From an optimization exercise on the open Yosys and OpenROAD flow, aimed at small area and a short achievable clock period; shortcuts taken in it are not production practice.
In this exercise RTL edits were held to simulation tests only and were not proved equivalent to the original.
Power and IR drop assume default switching activity.

## config.mk

```make
export PLATFORM = sky130hd
export DESIGN_NAME = acc_convert
export DESIGN_NICKNAME = acc_convert
export VERILOG_FILES = /design/flow/design.v
export SDC_FILE = /design/flow/constraint.sdc
export NUM_CORES = 4
export LEC_CHECK = 0
export CAP_MARGIN = 20
export CORE_MARGIN = 2
export CORE_UTILIZATION = 35
export SLEW_MARGIN = 20
```

## constraint.sdc

```tcl
create_clock -name core_clock -period 25.0 [get_ports {clk}]
set_input_delay 5.0000 -clock core_clock [delete_from_list [all_inputs] [get_ports {clk}]]
set_output_delay 5.0000 -clock core_clock [all_outputs]
set_load 0.01 [all_outputs]
```

## design.v

```verilog
module acc_convert (
    input             clk,
    input             rst,
    input             in_valid,
    input      [1:0]  op,
    input             sat,
    input      [5:0]  sh,
    input      [71:0] acc_in,
    input      [31:0] d_in,
    output reg        out_valid,
    output reg [31:0] d_out,
    output     [71:0] acc_out,
    output reg        flag_v,
    output            flag_av
);
    wire        neg = acc_in[71];
    reg  [71:0] low_or;           
    integer     i;
    always @* begin
        low_or[0] = 1'b0;
        for (i = 1; i < 72; i = i + 1)
            low_or[i] = low_or[i-1] | acc_in[i-1];
    end
    wire [71:0] mag = acc_in ^ ({72{neg}} & low_or);
    wire [5:0]   sh_m33 = sh - 6'd33;
    wire [71:0]  sent   = (sh >= 6'd33) ? (72'd1 << sh_m33) : 72'd0;
    wire [127:0] lz_in  = {56'd0, mag | sent};
    wire [63:0] v1;  wire [63:0]  p1;
    wire [31:0] v2;  wire [63:0]  p2;
    wire [15:0] v3;  wire [47:0]  p3;
    wire [7:0]  v4;  wire [31:0]  p4;
    wire [3:0]  v5;  wire [19:0]  p5;
    wire [1:0]  v6;  wire [11:0]  p6;
    wire [6:0]  msb;
    genvar g;
    generate
        for (g = 0; g < 64; g = g + 1) begin : l1
            assign v1[g] = lz_in[2*g+1] | lz_in[2*g];
            assign p1[g] = lz_in[2*g+1];
        end
        for (g = 0; g < 32; g = g + 1) begin : l2
            assign v2[g] = v1[2*g+1] | v1[2*g];
            assign p2[2*g+1:2*g] = v1[2*g+1] ? {1'b1, p1[2*g+1]} : {1'b0, p1[2*g]};
        end
        for (g = 0; g < 16; g = g + 1) begin : l3
            assign v3[g] = v2[2*g+1] | v2[2*g];
            assign p3[3*g+2:3*g] = v2[2*g+1] ? {1'b1, p2[4*g+3:4*g+2]} : {1'b0, p2[4*g+1:4*g]};
        end
        for (g = 0; g < 8; g = g + 1) begin : l4
            assign v4[g] = v3[2*g+1] | v3[2*g];
            assign p4[4*g+3:4*g] = v3[2*g+1] ? {1'b1, p3[6*g+5:6*g+3]} : {1'b0, p3[6*g+2:6*g]};
        end
        for (g = 0; g < 4; g = g + 1) begin : l5
            assign v5[g] = v4[2*g+1] | v4[2*g];
            assign p5[5*g+4:5*g] = v4[2*g+1] ? {1'b1, p4[8*g+7:8*g+4]} : {1'b0, p4[8*g+3:8*g]};
        end
        for (g = 0; g < 2; g = g + 1) begin : l6
            assign v6[g] = v5[2*g+1] | v5[2*g];
            assign p6[6*g+5:6*g] = v5[2*g+1] ? {1'b1, p5[10*g+9:10*g+5]} : {1'b0, p5[10*g+4:10*g]};
        end
    endgenerate
    assign msb = v6[1] ? {1'b1, p6[11:6]} : {1'b0, p6[5:0]};
    wire [6:0]  amt = op[0] ? msb : ({1'b0, sh} + 7'd22);
    wire [94:0] sx  = {mag, 23'd0} >> amt;
    wire [32:0] R   = sx[32:0];
    wire [31:0] rr  = (R[32:1] ^ {32{neg}}) + {31'd0, R[0] ^ neg};
    wire signed [7:0] D = $signed({1'b0, msb}) - $signed({2'b00, sh});
    wire ovf_pos = (D >= 8'sd31) || ((D == 8'sd30) && (&R[30:1]) && R[0]);
    wire ovf_neg = (D >= 8'sd32) || ((D == 8'sd31) && ((|R[31:1]) || R[0]));
    wire mva_v   = sat & (neg ? ovf_neg : ovf_pos);
    wire [31:0] mva_d = mva_v ? {neg, {31{~neg}}} : rr;
    wire signed [7:0] e   = $signed({1'b0, msb}) + 8'sd1 - $signed({2'b00, sh});
    wire        pk_sat    = (e > 8'sd31);
    wire        pk_zero   = ~|R[23:0];
    wire        pk_up     = ~neg & rr[23];
    wire        e31       = (e == 8'sd31);
    wire [5:0]  pk_e      = (pk_up & ~e31) ? (e[5:0] + 6'd1) : e[5:0];
    wire [23:0] pk_m      = pk_up ? {2'b01, {22{e31}}} : rr[23:0];
    wire [31:0] pk_d      = pk_zero ? 32'd0 :
                            pk_sat  ? (neg ? 32'h1F800001 : 32'h1F7FFFFF) :
                                      {2'b00, pk_e, pk_m};
    wire        pk_v      = pk_sat | (pk_up & e31);
    always @(posedge clk) begin
        if (rst)
            out_valid <= 1'b0;
        else
            out_valid <= in_valid;
        case (op)
            2'd0:    begin d_out <= mva_d; flag_v <= mva_v; end
            2'd1:    begin d_out <= pk_d;  flag_v <= pk_v;  end
            default: begin d_out <= 32'd0; flag_v <= 1'b0;  end
        endcase
    end
    wire [23:0] mant   = d_in[23:0];
    wire        mneg   = d_in[23];
    wire signed [7:0] t = $signed({{2{d_in[29]}}, d_in[29:24]}) - 8'sd23 + $signed({2'b00, sh});
    wire [6:0]  k      = t[6:0] + 7'd55;
    wire [22:0] mx     = mant[22:0] ^ {23{mneg}};
    reg         up_ovf;
    integer     j;
    always @* begin
        up_ovf = 1'b0;
        for (j = 0; j < 23; j = j + 1)
            if (mx[j] && (t >= 71 - j))
                up_ovf = 1'b1;
    end
    reg [23:0] mant_q;
    reg [6:0]  k_q;
    reg        rsh_q;
    reg        up_q;
    reg        av_q;
    always @(posedge clk) begin
        mant_q <= mant;
        k_q    <= k;
        rsh_q  <= t[7];
        up_q   <= (op == 2'd2);
        av_q   <= (op == 2'd2) & up_ovf;
    end
    wire         qneg  = mant_q[23];
    wire [24:0]  V     = {qneg, mant_q} - {24'd0, qneg & rsh_q};
    wire [127:0] P     = {{103{V[24]}}, V} << k_q;
    wire [72:0]  win   = P[126:54];
    wire [24:0]  lo    = win[25:1] + {24'd0, win[0]};
    wire         c25   = (&win[25:1]) & win[0];
    wire [71:0]  up_r  = {win[72:26] & {47{~c25}}, lo};
    assign acc_out = up_q ? (av_q ? {qneg, {71{~qneg}}} : up_r) : 72'd0;
    assign flag_av = av_q;
endmodule
```

## run.sh

```bash
#!/bin/bash
# synth_recipe.tcl (not shown) runs the flow's synth.tcl, then flattens the netlist and writes it again
# the make line also repeats each setting of config.mk as NAME=value (left out here)
make -C /OpenROAD-flow-scripts/flow DESIGN_CONFIG=/design/flow/config.mk WORK_HOME=/design/flow/orfs CLKGATE_MAP_FILE= SYNTH_SCRIPT=/design/flow/synth_recipe.tcl finish
```

==> results_dict.tcl <==
set metrics [dict create \
    grt_pass1_vias 25900 \
    worst-slew-pin-transition_ns 1.21 \
    slowest_delay_ns 0.87 \
    synth-main-ff-cell "dfxtp_1" \
    critPathMaxFanout 52 \
    fp.dieW_um 255 \
    nFillCells 6803 \
    cts_made_buffers 9 \
    clock_sinks 68 \
    stdcell_area_mm2 0.0250 \
    cts_max_path_buffers 2 \
    p_per_area_mw_per_mm2 58.9 \
    peakVddDrop_mv 0.0451 \
    fp.coreArea_mm2 0.0627 \
    maxSlewHeadroom_pct 17.3 \
    die_h_um 255 \
    dr_total_vias 28500 \
    synth-compound-area-share_pct 39.8 \
    crit_path_start_kind "input port" \
    drc 0 \
    final_cells 4257 \
    seqCellArea_mm2 0.00137 \
    tns_ns 0 \
    grt_max_degree 76 \
    hold_class "in2reg" \
    synthAdderAreaFrac_pct 2.85 \
    drive_gt1_share_pct 7.21 \
    cp_cell_sequence "clkdlybuf4s50_1 -> or4_4 -> or4_1 -> buf_4 -> or2_1 -> o21ai_1 -> mux2i_1 -> o311ai_0 -> a211oi_1 -> o31a_1 -> nand2_1 -> o21ai_4 -> buf_4 -> mux2i_1 -> a22oi_1 -> a211oi_1 -> o2111ai_1 -> o31a_1 -> or3_1 -> or4_1 -> o31ai_1 -> or2_1 -> nor3b_1 -> o31ai_1" \
    place_area_mm2 0.0246 \
    grt_overflow 0 \
    boundaryPins 223 \
    synth-xor-area-share_pct 8.16 \
    worstHoldPathCells 1 \
    syn_area_mm2 0.0221 \
    detail_route.wl_per_cell_um 26.5 \
    fmax_ghz 0.0614 \
    h-tree-depth 3 \
    fin_crit_sh_pct 65.1 \
    yosys_warnings 1 \
    grtUsageTotal_pct 33.4 \
    multiInputGateArea_mm2 0.0192 \
    grt_use_met1_pct 42.5 \
    grt_pass1_wl_mm 167 \
    clk_pin_slew_worst_paths_ns 0.06 \
    cts.root.buffer_cell "clkbuf_16" \
    endpoint_kind "register" \
    crit_type "in2reg" \
    rows 92 \
    avgSynthCellArea_um2 6.50 \
    worstPathArrival_ns 16.44 \
    grt_busiest_layer "met2" \
    firstDrtPassIters 7 \
    hold_viol 0 \
    place_hpwl_mm 87.9 \
    initial_core_util_pct 35.2 \
    yosys.cell_types.count 115 \
    portBuffers 220 \
    setup_viol 0 \
    rsz0062_at_grt "no" \
    cap_violations 0 \
    dp.cells 4239 \
    synth_top_family_by_area "compound AO/OA/AOI/OAI gates" \
    synth_cells 3392 \
    ys_seq_area_share_pct 6.17 \
    synth_nets 3554 \
    ctsHoldBuffers 0 \
    area_growth_syn_to_layout_pct 13.3 \
    period_minus_slack_ns 16.28 \
    critPathSlowestCell "o21ai_4" \
    whs_endpoint "mant_q[0]" \
    met2_usage_pct 54.1 \
    cts_resized 0 \
    grtUsageMet3_pct 5.20 \
    whs_ns 5.18 \
    status "timing/DRC/antenna clean" \
    post_cts_buffers 0 \
    tritoncts "done" \
    maxSlewViolCount 0 \
    synthMuxAreaShare_pct 8.61 \
    required_ns 25.16 \
    die-area_mm2 0.0651 \
    hp-start "d_in[0]" \
    synth-simple-area-share_pct 27.0 \
    async_flop_share_pct 0 \
    leakagePower_nw 8.71 \
    antenna_found_initial 1 \
    final_nets 3568 \
    ys_seq_elements 68 \
    ant_nets 0 \
    drtIter0Drc 3905 \
    synth_edf_count 0 \
    routed_via_density 6.70 \
    place_congestion 1.05 \
    drt-total-wl_mm 113 \
    fin_util_pct 39.8 \
]
-- state kept, by name, indices dropped and copies added, names as in the netlist --
signal / count
mant_q: 24
rsh_q: 1
up_q: 1
k_q: 7
d_out: 32
out_valid: 1
av_q: 1
flag_v: 1
-- layout make-up --
cell class              instances  area share (%)
multi-input cells            2959            76.7
repair buffers                293            11.0
flip-flops and latches         68            5.46
well taps                     846            4.24
inverters                      75            1.13
clock buffers                   9           0.901
clock inverters                 6           0.551
diodes                          1          0.0100
-- per-layer routing --
metal / vias to the layer above / wire length (um)
met3: 344 / 11500
li1: 12900 / -
met1: 13400 / 44300
met5: - / 13
met2: 1838 / 50100
met4: 2 / 6950
-- cells by family (layout without fill, tap and decap cells) --
| group | after synthesis | count (layout) |
|---|---|---|
| DFF | 68 | 68 |
| muxes | 181 | 181 |
| adders and majority gates | 46 | 46 |
| and+or+nand+nor | 1231 | 1231 |
| buffers and inverters | 365 | 383 |
| xor gates and xnor gates | 203 | 203 |
| other | 0 | 1 |
| AOI/OAI and AO/OA | 1298 | 1298 |
-- where the power goes --
| part | total [W] | leakage (nW) | internal, W | switching (W) |
|---|---|---|---|---|
| Sequential | 0.000135 | 0.571 | 0.000125 | 0.00000927 |
| Clock | 0.000156 | 0.176 | 0.000107 | 0.0000490 |
| Combinational | 0.00118 | 7.97 | 0.000401 | 0.000782 |
-- cell usage after synthesis (all sizes together), types with 15 or more instances --
cell type	n	area share, %
or2	36	1.0
buf	115	3.1
o22ai	69	2.0
nor4	51	1.6
nand2	352	6.0
or4	38	1.3
a21oi	322	7.4
a31oi	55	1.6
nor2b	25	0.71
nand4	29	0.82
o21a	20	0.68
inv	74	1.3
dfxtp	68	6.2
mux2i	132	6.0
clkbuf	175	3.0
xor2	85	3.4
o31ai	40	1.4
o221ai	33	1.3
a22oi	41	1.4
a221oi	19	0.75
a2111oi	17	0.68
or3	36	1.0
o211ai	71	2.4
xnor2	118	4.8
o41ai	18	0.85
o21ai	253	5.9
a211o	26	1.0
mux2	47	2.4
nand2b	41	1.2
o311ai	15	0.60
a21o	36	1.2
nor3	100	2.3
ha	39	2.2
nand3	108	2.4
and2	26	0.75
and3	25	0.73
nor2	324	5.5
a211oi	75	2.6
o2111ai	16	0.64
-- cell usage in the layout (no fill, tap or decap), drive strengths merged, types with 68 or more instances in the layout --
cell           Yosys  routed
a211oi            75      75
a21oi            322     322
buf              115      73
clkdlybuf4s50      0     218
dfxtp             68      68
inv               74      74
mux2i            132     132
nand2            352     352
nand3            108     108
nor2             324     324
nor3             100     100
o211ai            71      71
o21ai            253     253
o22ai             69      69
xnor2            118     118
xor2              85      85
-- worst max path at each step --
| stage | startpoint | end | slack (ns) | depth (start not counted) |
|---|---|---|---|---|
| global route | acc_in[36] | d_out[25] | 8.29 | 24 |
| global placement | acc_in[0] | d_out[25] | 8.99 | 25 |
| floorplan | sh[1] | d_out[31] | 11.97 | 30 |
| finish | acc_in[0] | d_out[25] | 8.72 | 24 |
| detailed placement | acc_in[0] | d_out[25] | 8.98 | 25 |
| CTS | acc_in[0] | d_out[25] | 9.31 | 25 |
-- worst max-delay path: cells and delay by family --
kind                   cells  cell delay [ns]
muxes                      2             1.15
and+or+nand+nor            8             3.83
buffers and inverters      3             1.74
AOI/OAI and AO/OA         11             4.67
-- through the flow --
step	power (W)	setup slack (ns)
CTS	0.00143	9.31
finish	0.00147	8.72
detailed placement	0.00127	8.98
global route	0.00155	8.29
global placement	0.00128	8.99
floorplan	0.000894	11.97

what the ideal ports hide:
No port has a modelled driver above. Below, the same layout with a new extraction and two added sets of constraints.
Step 1, drivers: a clkbuf_16 drives clk and a buf_2 each remaining input, both assumed.
Step 2, shift: input delay + t, output delay - t, t = (earliest + latest rising clock arrival at the registers) / 2. This alone moves slack from input paths to output paths.
Slacks: ideal / step 1 / step 2; pairs: ideal / step 1.
shift t [ns]: 0.388
setup WS [ns]: 8.723 / 8.749 / 8.361
worst setup path at the end: input to register
cell pins on the clock port's net: 1
After both steps setup and hold are still met in this run. For this run, drivers alone change the setup slack by +0.026 ns; drivers and shift together by -0.362 ns.
